From an optimization exercise on the open Yosys and OpenROAD flow, aimed at small area and a short achievable clock period; shortcuts taken in it are not production practice. At most, simulation tests tie the RTL to the original design; equivalence was not proved. Power figures rest on the tool's default switching activity, not on a simulated workload.

==> flow/design.v <==
module hbm_pair_enc (
  input  wire [73:0] x,
  output wire [6:0]  hs,
  output wire        px,
  output wire        pe           
);
  function automatic [6:0] info_pos(input integer j);
    integer p, cnt;
    begin
      info_pos = 7'd0;
      cnt = 0;
      for (p = 3; p <= 91; p = p + 1) begin
        if ((p & (p - 1)) != 0) begin
          if (cnt == j) info_pos = p[6:0];
          cnt = cnt + 1;
        end
      end
    end
  endfunction
  function automatic [73:0] col_mask(input integer b);
    integer j;
    reg [6:0] p;
    begin
      col_mask = 74'd0;
      for (j = 0; j < 74; j = j + 1) begin
        p = info_pos(j);
        col_mask[j] = (p[2:0] == b);
      end
    end
  endfunction
  function automatic [73:0] row_mask(input integer a);
    integer j;
    reg [6:0] p;
    begin
      row_mask = 74'd0;
      for (j = 0; j < 74; j = j + 1) begin
        p = info_pos(j);
        row_mask[j] = (p[6:3] == a);
      end
    end
  endfunction
  wire [7:0]  col;
  wire [10:0] row;
  genvar k;
  generate
    for (k = 0; k < 8; k = k + 1) begin : g_col
      localparam [73:0] CM = col_mask(k);
      assign col[k] = ^(x & CM);
    end
    for (k = 0; k < 11; k = k + 1) begin : g_row
      localparam [73:0] RM = row_mask(k);
      assign row[k] = ^(x & RM);
    end
  endgenerate
  assign hs[0] = col[1] ^ col[3] ^ col[5] ^ col[7];
  assign hs[1] = col[2] ^ col[3] ^ col[6] ^ col[7];
  assign hs[2] = col[4] ^ col[5] ^ col[6] ^ col[7];
  assign hs[3] = row[1] ^ row[3] ^ row[5] ^ row[7] ^ row[9];
  assign hs[4] = row[2] ^ row[3] ^ row[6] ^ row[7] ^ row[10];
  assign hs[5] = row[4] ^ row[5] ^ row[6] ^ row[7];
  assign hs[6] = row[8] ^ row[9] ^ row[10];
  assign px    = ^col;
  assign pe    = col[0] ^ col[3] ^ col[5] ^ col[6]
               ^ row[1] ^ row[2] ^ row[4] ^ row[7] ^ row[8];
endmodule
module hbm_fold_enc (
  input  wire [9:0] f,
  output wire [6:0] hs,
  output wire       px,
  output wire       pe
);
  assign hs[0] = f[1] ^ f[3] ^ f[5] ^ f[7] ^ f[9];
  assign hs[1] = f[0] ^ f[1] ^ f[4] ^ f[5] ^ f[8] ^ f[9];
  assign hs[2] = f[2] ^ f[3] ^ f[4] ^ f[5];
  assign hs[3] = f[6] ^ f[7] ^ f[8] ^ f[9];
  assign hs[4] = ^f;
  assign hs[5] = 1'b0;
  assign hs[6] = ^f;
  assign px    = ^f;
  assign pe    = f[1] ^ f[3] ^ f[4] ^ f[7] ^ f[8];
endmodule
module hbm_addr_enc (
  input  wire [32:0] l,
  output wire [6:0]  hs,
  output wire        pe
);
  function automatic [32:0] lmask(input [9:0] fm);
    integer i;
    begin
      for (i = 0; i < 33; i = i + 1) lmask[i] = fm[i % 10];
    end
  endfunction
  assign hs[0] = ^(l & lmask(10'b1010101010));
  assign hs[1] = ^(l & lmask(10'b1100110011));
  assign hs[2] = ^(l & lmask(10'b0000111100));
  assign hs[3] = ^(l & lmask(10'b1111000000));
  assign hs[4] = ^l;
  assign hs[5] = 1'b0;
  assign hs[6] = ^l;
  assign pe    = ^(l & lmask(10'b0110011010));
endmodule
module hbm_pair_dec (
  input  wire [6:0]  hs,          
  input  wire        px,          
  input  wire [6:0]  fhs,         
  input  wire        fpx,         
  input  wire [7:0]  stored,      
  input  wire [1:0]  pois,        
  input  wire [1:0]  wr,          
  output wire [6:0]  s,           
  output wire        en,          
  output wire [1:0]  cpois,       
  output wire        p,           
  output wire        unc,         
  output wire        afault       
);
  assign s = hs ^ fhs ^ stored[6:0];
  assign p = px ^ fpx ^ (^stored);
  wire zero   = (s == 7'd0);
  wire big    = s[6] & (s[5] | (s[4] & s[3] & s[2]));                     
  wire foldp  = s[6] & !s[5] & s[4] & (s[3] ? !s[2] : (s[1] | s[2]));     
  assign unc    = p ? big : !zero;
  assign afault = p & foldp;
  wire pow2  = (s[6:0] & (s[6:0] - 7'd1)) == 7'd0;
  wire data  = !pow2 && (s <= 7'd79);
  wire word1 = (s >= 7'd43);
  assign en = data && (word1 ? !wr[1] : !wr[0]);
  assign cpois[0] = pois[0] ^ (s == 7'd80);
  assign cpois[1] = pois[1] ^ (s == 7'd81);
endmodule
module hbm_line_codec (
  input  wire         clk,
  input  wire         rst,            
  input  wire         in_valid,
  input  wire         in_write,       
  input  wire [5:0]   in_mask,        
  input  wire [32:0]  in_addr,        
  input  wire [255:0] in_line,        
  input  wire [215:0] in_wdata,       
  output reg          out_valid,
  output reg  [1:0]   out_class,      
  output wire         out_status,     
  output wire [5:0]   out_word_err,   
  output wire [215:0] out_data,       
  output reg          out_wb,         
  output wire [255:0] out_line        
);
  function automatic [6:0] info_pos(input integer j);
    integer p, cnt;
    begin
      info_pos = 7'd0;
      cnt = 0;
      for (p = 3; p <= 91; p = p + 1) begin
        if ((p & (p - 1)) != 0) begin
          if (cnt == j) info_pos = p[6:0];
          cnt = cnt + 1;
        end
      end
    end
  endfunction
  wire [9:0] fold  = in_addr[9:0] ^ in_addr[19:10] ^ in_addr[29:20] ^ {7'd0, in_addr[32:30]};
  wire [9:0] fdiff = fold ^ in_line[255:246];
  wire [4:0] a1, a2;
  genvar i, j;
  generate
    for (i = 0; i < 5; i = i + 1) begin : g_fd
      assign a1[i] = fdiff[2*i] | fdiff[2*i + 1];
      assign a2[i] = fdiff[2*i] & fdiff[2*i + 1];
    end
  endgenerate
  wire b1 = a1[0] | a1[1];
  wire b2 = a2[0] | a2[1] | (a1[0] & a1[1]);
  wire c1 = a1[2] | a1[3] | a1[4];
  wire c2 = a2[2] | a2[3] | a2[4] | (a1[2] & a1[3]) | (a1[4] & (a1[2] | a1[3]));
  wire fd2 = b2 | c2 | (b1 & c1);
  wire fd1 = (b1 | c1) & !fd2;
  wire [6:0] fhs;
  wire       fpe;
  hbm_addr_enc u_aenc (.l(in_addr), .hs(fhs), .pe(fpe));
  wire       fpx = fhs[4];    
  wire       wr [0:5];
  generate
    for (i = 0; i < 6; i = i + 1) begin : g_wr
      assign wr[i] = in_write & in_mask[i];
    end
  endgenerate
  wire [6:0] syn [0:2];
  wire [2:0] en;
  wire [5:0] cpois;
  wire [2:0] pp, unc, afault;
  generate
    for (i = 0; i < 3; i = i + 1) begin : g_dec
      wire [6:0] hs;
      wire       px, pe;
      hbm_pair_enc u_enc (
        .x  ({in_line[216 + 10*i + 9 : 216 + 10*i + 8], in_line[72*i + 71 : 72*i]}),
        .hs (hs),
        .px (px),
        .pe (pe)
      );
      hbm_pair_dec u_dec (
        .hs     (hs),
        .px     (px),
        .fhs    (fhs),
        .fpx    (fpx),
        .stored (in_line[216 + 10*i + 7 : 216 + 10*i]),
        .pois   (in_line[216 + 10*i + 9 : 216 + 10*i + 8]),
        .wr     ({wr[2*i + 1], wr[2*i]}),
        .s      (syn[i]),
        .en     (en[i]),
        .cpois  (cpois[2*i + 1 : 2*i]),
        .p      (pp[i]),
        .unc    (unc[i]),
        .afault (afault[i])
      );
    end
  endgenerate
  wire any_addr   = (|afault) | fd2;
  wire any_uncorr = |unc;
  wire any_corr   = (|pp) | fd1;
  wire full_write = in_write & (&in_mask);
  wire [215:0] new_data;
  wire [7:0]   chk [0:2];
  generate
    for (i = 0; i < 6; i = i + 1) begin : g_mrg
      assign new_data[36*i +: 36] = wr[i] ? in_wdata[36*i +: 36] : in_line[36*i +: 36];
    end
    for (i = 0; i < 3; i = i + 1) begin : g_chk
      wire [6:0] hs;
      wire       px, pe;
      hbm_pair_enc u_enc (
        .x  ({2'b00, new_data[72*i + 71 : 72*i]}),
        .hs (hs),
        .px (px),
        .pe (pe)
      );
      assign chk[i] = {pe ^ fpe, hs ^ fhs};
    end
  endgenerate
  wire [7:0] lo_pre [0:2];
  generate
    for (i = 0; i < 3; i = i + 1) begin : g_lo
      for (j = 0; j < 8; j = j + 1) begin : g_b
        assign lo_pre[i][j] = en[i] & (syn[i][2:0] == j);
      end
    end
  endgenerate
  reg [215:0] r_ndata;    
  wire [215:0] r_data = ~r_ndata;
  reg [9:0]   r_fold;
  reg [7:0]   r_chk [0:2];
  reg [7:0]   r_lo [0:2];     
  reg [3:0]   r_hi [0:2];     
  reg [5:0]   r_cpois;    
  reg [5:0]   r_nwr;      
  reg         r_addr, r_unc, r_corr, r_full, r_write;
  integer w;
  always @(posedge clk) begin
    if (rst) out_valid <= 1'b0;
    else     out_valid <= in_valid;
    r_ndata   <= ~new_data;
    r_fold    <= fold;
    r_chk[0]  <= chk[0];
    r_chk[1]  <= chk[1];
    r_chk[2]  <= chk[2];
    r_lo[0]   <= lo_pre[0];
    r_lo[1]   <= lo_pre[1];
    r_lo[2]   <= lo_pre[2];
    r_hi[0]   <= syn[0][6:3] & {4{en[0]}};
    r_hi[1]   <= syn[1][6:3] & {4{en[1]}};
    r_hi[2]   <= syn[2][6:3] & {4{en[2]}};
    for (w = 0; w < 6; w = w + 1) begin
      r_cpois[w] <= !wr[w] & cpois[w];
      r_nwr[w]   <= !wr[w];
    end
    r_addr    <= any_addr;
    r_unc     <= any_uncorr;
    r_corr    <= any_corr;
    r_full    <= full_write;
    r_write   <= in_write;
  end
  wire bad  = r_addr | r_unc;
  wire nbad = !bad;
  always @* begin
    if (r_full)      out_class = 2'd0;    
    else if (r_addr) out_class = 2'd3;
    else if (r_unc)  out_class = 2'd2;
    else if (r_corr) out_class = 2'd1;
    else             out_class = 2'd0;
    out_wb = r_write | (out_class == 2'd1);
  end
  wire [5:0] pois = r_cpois | ({6{bad}} & r_nwr);
  wire [215:0] data;
  wire [7:0]   check [0:2];
  generate
    for (i = 0; i < 3; i = i + 1) begin : g_fix
      wire [7:0]  lo = r_lo[i];
      wire [15:0] hi;
      for (j = 0; j < 16; j = j + 1) begin : g_hi
        assign hi[j] = nbad & (r_hi[i] == j);
      end
      wire [2:0] slo = {lo[4] | lo[5] | lo[6] | lo[7],
                        lo[2] | lo[3] | lo[6] | lo[7],
                        lo[1] | lo[3] | lo[5] | lo[7]};
      wire [6:0] s = {r_hi[i], slo} & {7{nbad}};
      wire       e = nbad & (|lo);
      for (j = 0; j < 72; j = j + 1) begin : g_bit
        localparam [6:0] POS = info_pos(j);
        assign data[72*i + j] = r_data[72*i + j] ^ (lo[POS[2:0]] & hi[POS[6:3]]);
      end
      wire p0 = pois[2*i];
      wire p1 = pois[2*i + 1];
      wire seven = e & !(^s);
      assign check[i][6:0] = r_chk[i][6:0] ^ (s & {7{e}})
                           ^ {p0 ^ p1, 1'b0, p0 ^ p1, 3'b000, p1};
      assign check[i][7]   = r_chk[i][7] ^ seven ^ p0;
    end
  endgenerate
  assign out_line = {r_fold,
                     pois[5:4], check[2],
                     pois[3:2], check[1],
                     pois[1:0], check[0],
                     data};
  assign out_data     = data;
  assign out_word_err = pois;
  assign out_status   = out_class[1];
endmodule
==> flow/config.mk <==
export PLATFORM = sky130hd
export DESIGN_NAME = hbm_line_codec
export DESIGN_NICKNAME = hbm_line_codec
export VERILOG_FILES = /design/flow/design.v
export SDC_FILE = /design/flow/constraint.sdc
export NUM_CORES = 4
export LEC_CHECK = 0
export CAP_MARGIN = 20
export CORE_AREA = 4 4 246 246
export DIE_AREA = 0 0 250 250
export SETUP_SLACK_MARGIN = 5
export SLEW_MARGIN = 20
==> flow/constraint.sdc <==
create_clock -name core_clock -period 10.0 [get_ports {clk}]
set_input_delay 2.0000 -clock core_clock [delete_from_list [all_inputs] [get_ports {clk}]]
set_output_delay 2.0000 -clock core_clock [all_outputs]
set_load 0.01 [all_outputs]
standard.sh (not shown) runs the stock make flow with config.mk's settings and CLKGATE_MAP_FILE= SYNTH_SCRIPT=/design/flow/synth_recipe.tcl, a recipe that flattens the netlist after the stock synthesis.
==> flow/flow/run.sh <==
#!/bin/bash
# Layout flow: the standard flow, with the smallest buffer on the ports,
# the pins one routing track apart, a lighter clock tree, and timing repair
# aimed at a setup slack of 5.3 ns.
# Each ORFS step writes its full log under orfs/logs/; make's own output goes
# to standard.log.
set -euo pipefail
bash standard.sh BUFFER_PORTS_ARGS="-buffer_cell sky130_fd_sc_hd__buf_1" \
  SETUP_SLACK_MARGIN=5.3 PLACE_PINS_ARGS="-min_distance 1 -min_distance_in_tracks" \
  CTS_ARGS="-sink_clustering_enable -repair_clock_nets -dont_use_dummy_load -buf_list {sky130_fd_sc_hd__clkbuf_8} -sink_clustering_size 16 -sink_clustering_max_diameter 60" \
  finish > standard.log 2>&1
The starting point finished with timing, DRC and antenna clean.
Then changed:
--- a/flow/design.v
+++ b/flow/design.v
@@ -235,24 +235,16 @@
         .pe (pe)
       );
       assign chk[i] = {pe ^ fpe, hs ^ fhs};
     end
   endgenerate
-  wire [7:0] lo_pre [0:2];
-  generate
-    for (i = 0; i < 3; i = i + 1) begin : g_lo
-      for (j = 0; j < 8; j = j + 1) begin : g_b
-        assign lo_pre[i][j] = en[i] & (syn[i][2:0] == j);
-      end
-    end
-  endgenerate
   reg [215:0] r_ndata;    
   wire [215:0] r_data = ~r_ndata;
   reg [9:0]   r_fold;
   reg [7:0]   r_chk [0:2];
-  reg [7:0]   r_lo [0:2];     
-  reg [3:0]   r_hi [0:2];     
+  reg [6:0]   r_syn [0:2];
+  reg [2:0]   r_en;
   reg [5:0]   r_cpois;    
   reg [5:0]   r_nwr;      
   reg         r_addr, r_unc, r_corr, r_full, r_write;
   integer w;
   always @(posedge clk) begin
@@ -261,28 +253,25 @@
     r_ndata   <= ~new_data;
     r_fold    <= fold;
     r_chk[0]  <= chk[0];
     r_chk[1]  <= chk[1];
     r_chk[2]  <= chk[2];
-    r_lo[0]   <= lo_pre[0];
-    r_lo[1]   <= lo_pre[1];
-    r_lo[2]   <= lo_pre[2];
-    r_hi[0]   <= syn[0][6:3] & {4{en[0]}};
-    r_hi[1]   <= syn[1][6:3] & {4{en[1]}};
-    r_hi[2]   <= syn[2][6:3] & {4{en[2]}};
+    r_syn[0]  <= syn[0];
+    r_syn[1]  <= syn[1];
+    r_syn[2]  <= syn[2];
+    r_en      <= en;
     for (w = 0; w < 6; w = w + 1) begin
       r_cpois[w] <= !wr[w] & cpois[w];
       r_nwr[w]   <= !wr[w];
     end
     r_addr    <= any_addr;
     r_unc     <= any_uncorr;
     r_corr    <= any_corr;
     r_full    <= full_write;
     r_write   <= in_write;
   end
-  wire bad  = r_addr | r_unc;
-  wire nbad = !bad;
+  wire bad = r_addr | r_unc;
   always @* begin
     if (r_full)      out_class = 2'd0;    
     else if (r_addr) out_class = 2'd3;
     else if (r_unc)  out_class = 2'd2;
     else if (r_corr) out_class = 2'd1;
@@ -292,20 +281,20 @@
   wire [5:0] pois = r_cpois | ({6{bad}} & r_nwr);
   wire [215:0] data;
   wire [7:0]   check [0:2];
   generate
     for (i = 0; i < 3; i = i + 1) begin : g_fix
-      wire [7:0]  lo = r_lo[i];
+      wire [6:0] s = r_syn[i];
+      wire       e = r_en[i] & !bad;
+      wire [7:0]  lo;
       wire [15:0] hi;
+      for (j = 0; j < 8; j = j + 1) begin : g_lo
+        assign lo[j] = e & (s[2:0] == j);
+      end
       for (j = 0; j < 16; j = j + 1) begin : g_hi
-        assign hi[j] = nbad & (r_hi[i] == j);
+        assign hi[j] = (s[6:3] == j);
       end
-      wire [2:0] slo = {lo[4] | lo[5] | lo[6] | lo[7],
-                        lo[2] | lo[3] | lo[6] | lo[7],
-                        lo[1] | lo[3] | lo[5] | lo[7]};
-      wire [6:0] s = {r_hi[i], slo} & {7{nbad}};
-      wire       e = nbad & (|lo);
       for (j = 0; j < 72; j = j + 1) begin : g_bit
         localparam [6:0] POS = info_pos(j);
         assign data[72*i + j] = r_data[72*i + j] ^ (lo[POS[2:0]] & hi[POS[6:3]]);
       end
       wire p0 = pois[2*i];
Effect: The new run went through all stages and came out clean. Hold slack improves by 0.026 ns. Non-clock buffer count decreases by 12. Worst setup slack improves by 0.081 ns. Clock power decreases by 3.4%. Global-route usage increases by 0.46 points. Core utilization decreases by 1.8 points.
For the first run of this note, only the layout was checked, not whether the RTL still works.

[port drivers added, routing unchanged]
The flow's constraints put no driver on any port. The routed layouts listed below were extracted and timed again, unchanged, in two steps.
Step 1 sets driving cells, clkbuf_16 on the clock port and buf_2 on the other inputs (assumed; they add their load-dependent delay and slew).
Step 2 also shifts input and output timing later by t, the mid clock arrival at the registers, as if the neighbouring blocks saw the same clock.
a / b / c = no drivers / after step 1 / after step 2; a / b = the first two.
run	shift t [ns]	setup WS [ns]	worst slew at a driven data input, ns
the first run	0.649	5.252 / 5.269 / 4.620	0.12
the second run	0.645	5.334 / 5.276 / 4.776	0.12
After both steps setup and hold are still met in every run listed. The setup slack of the first run, which loses most, moves by +0.017 ns with the drivers and by -0.632 ns with both steps.
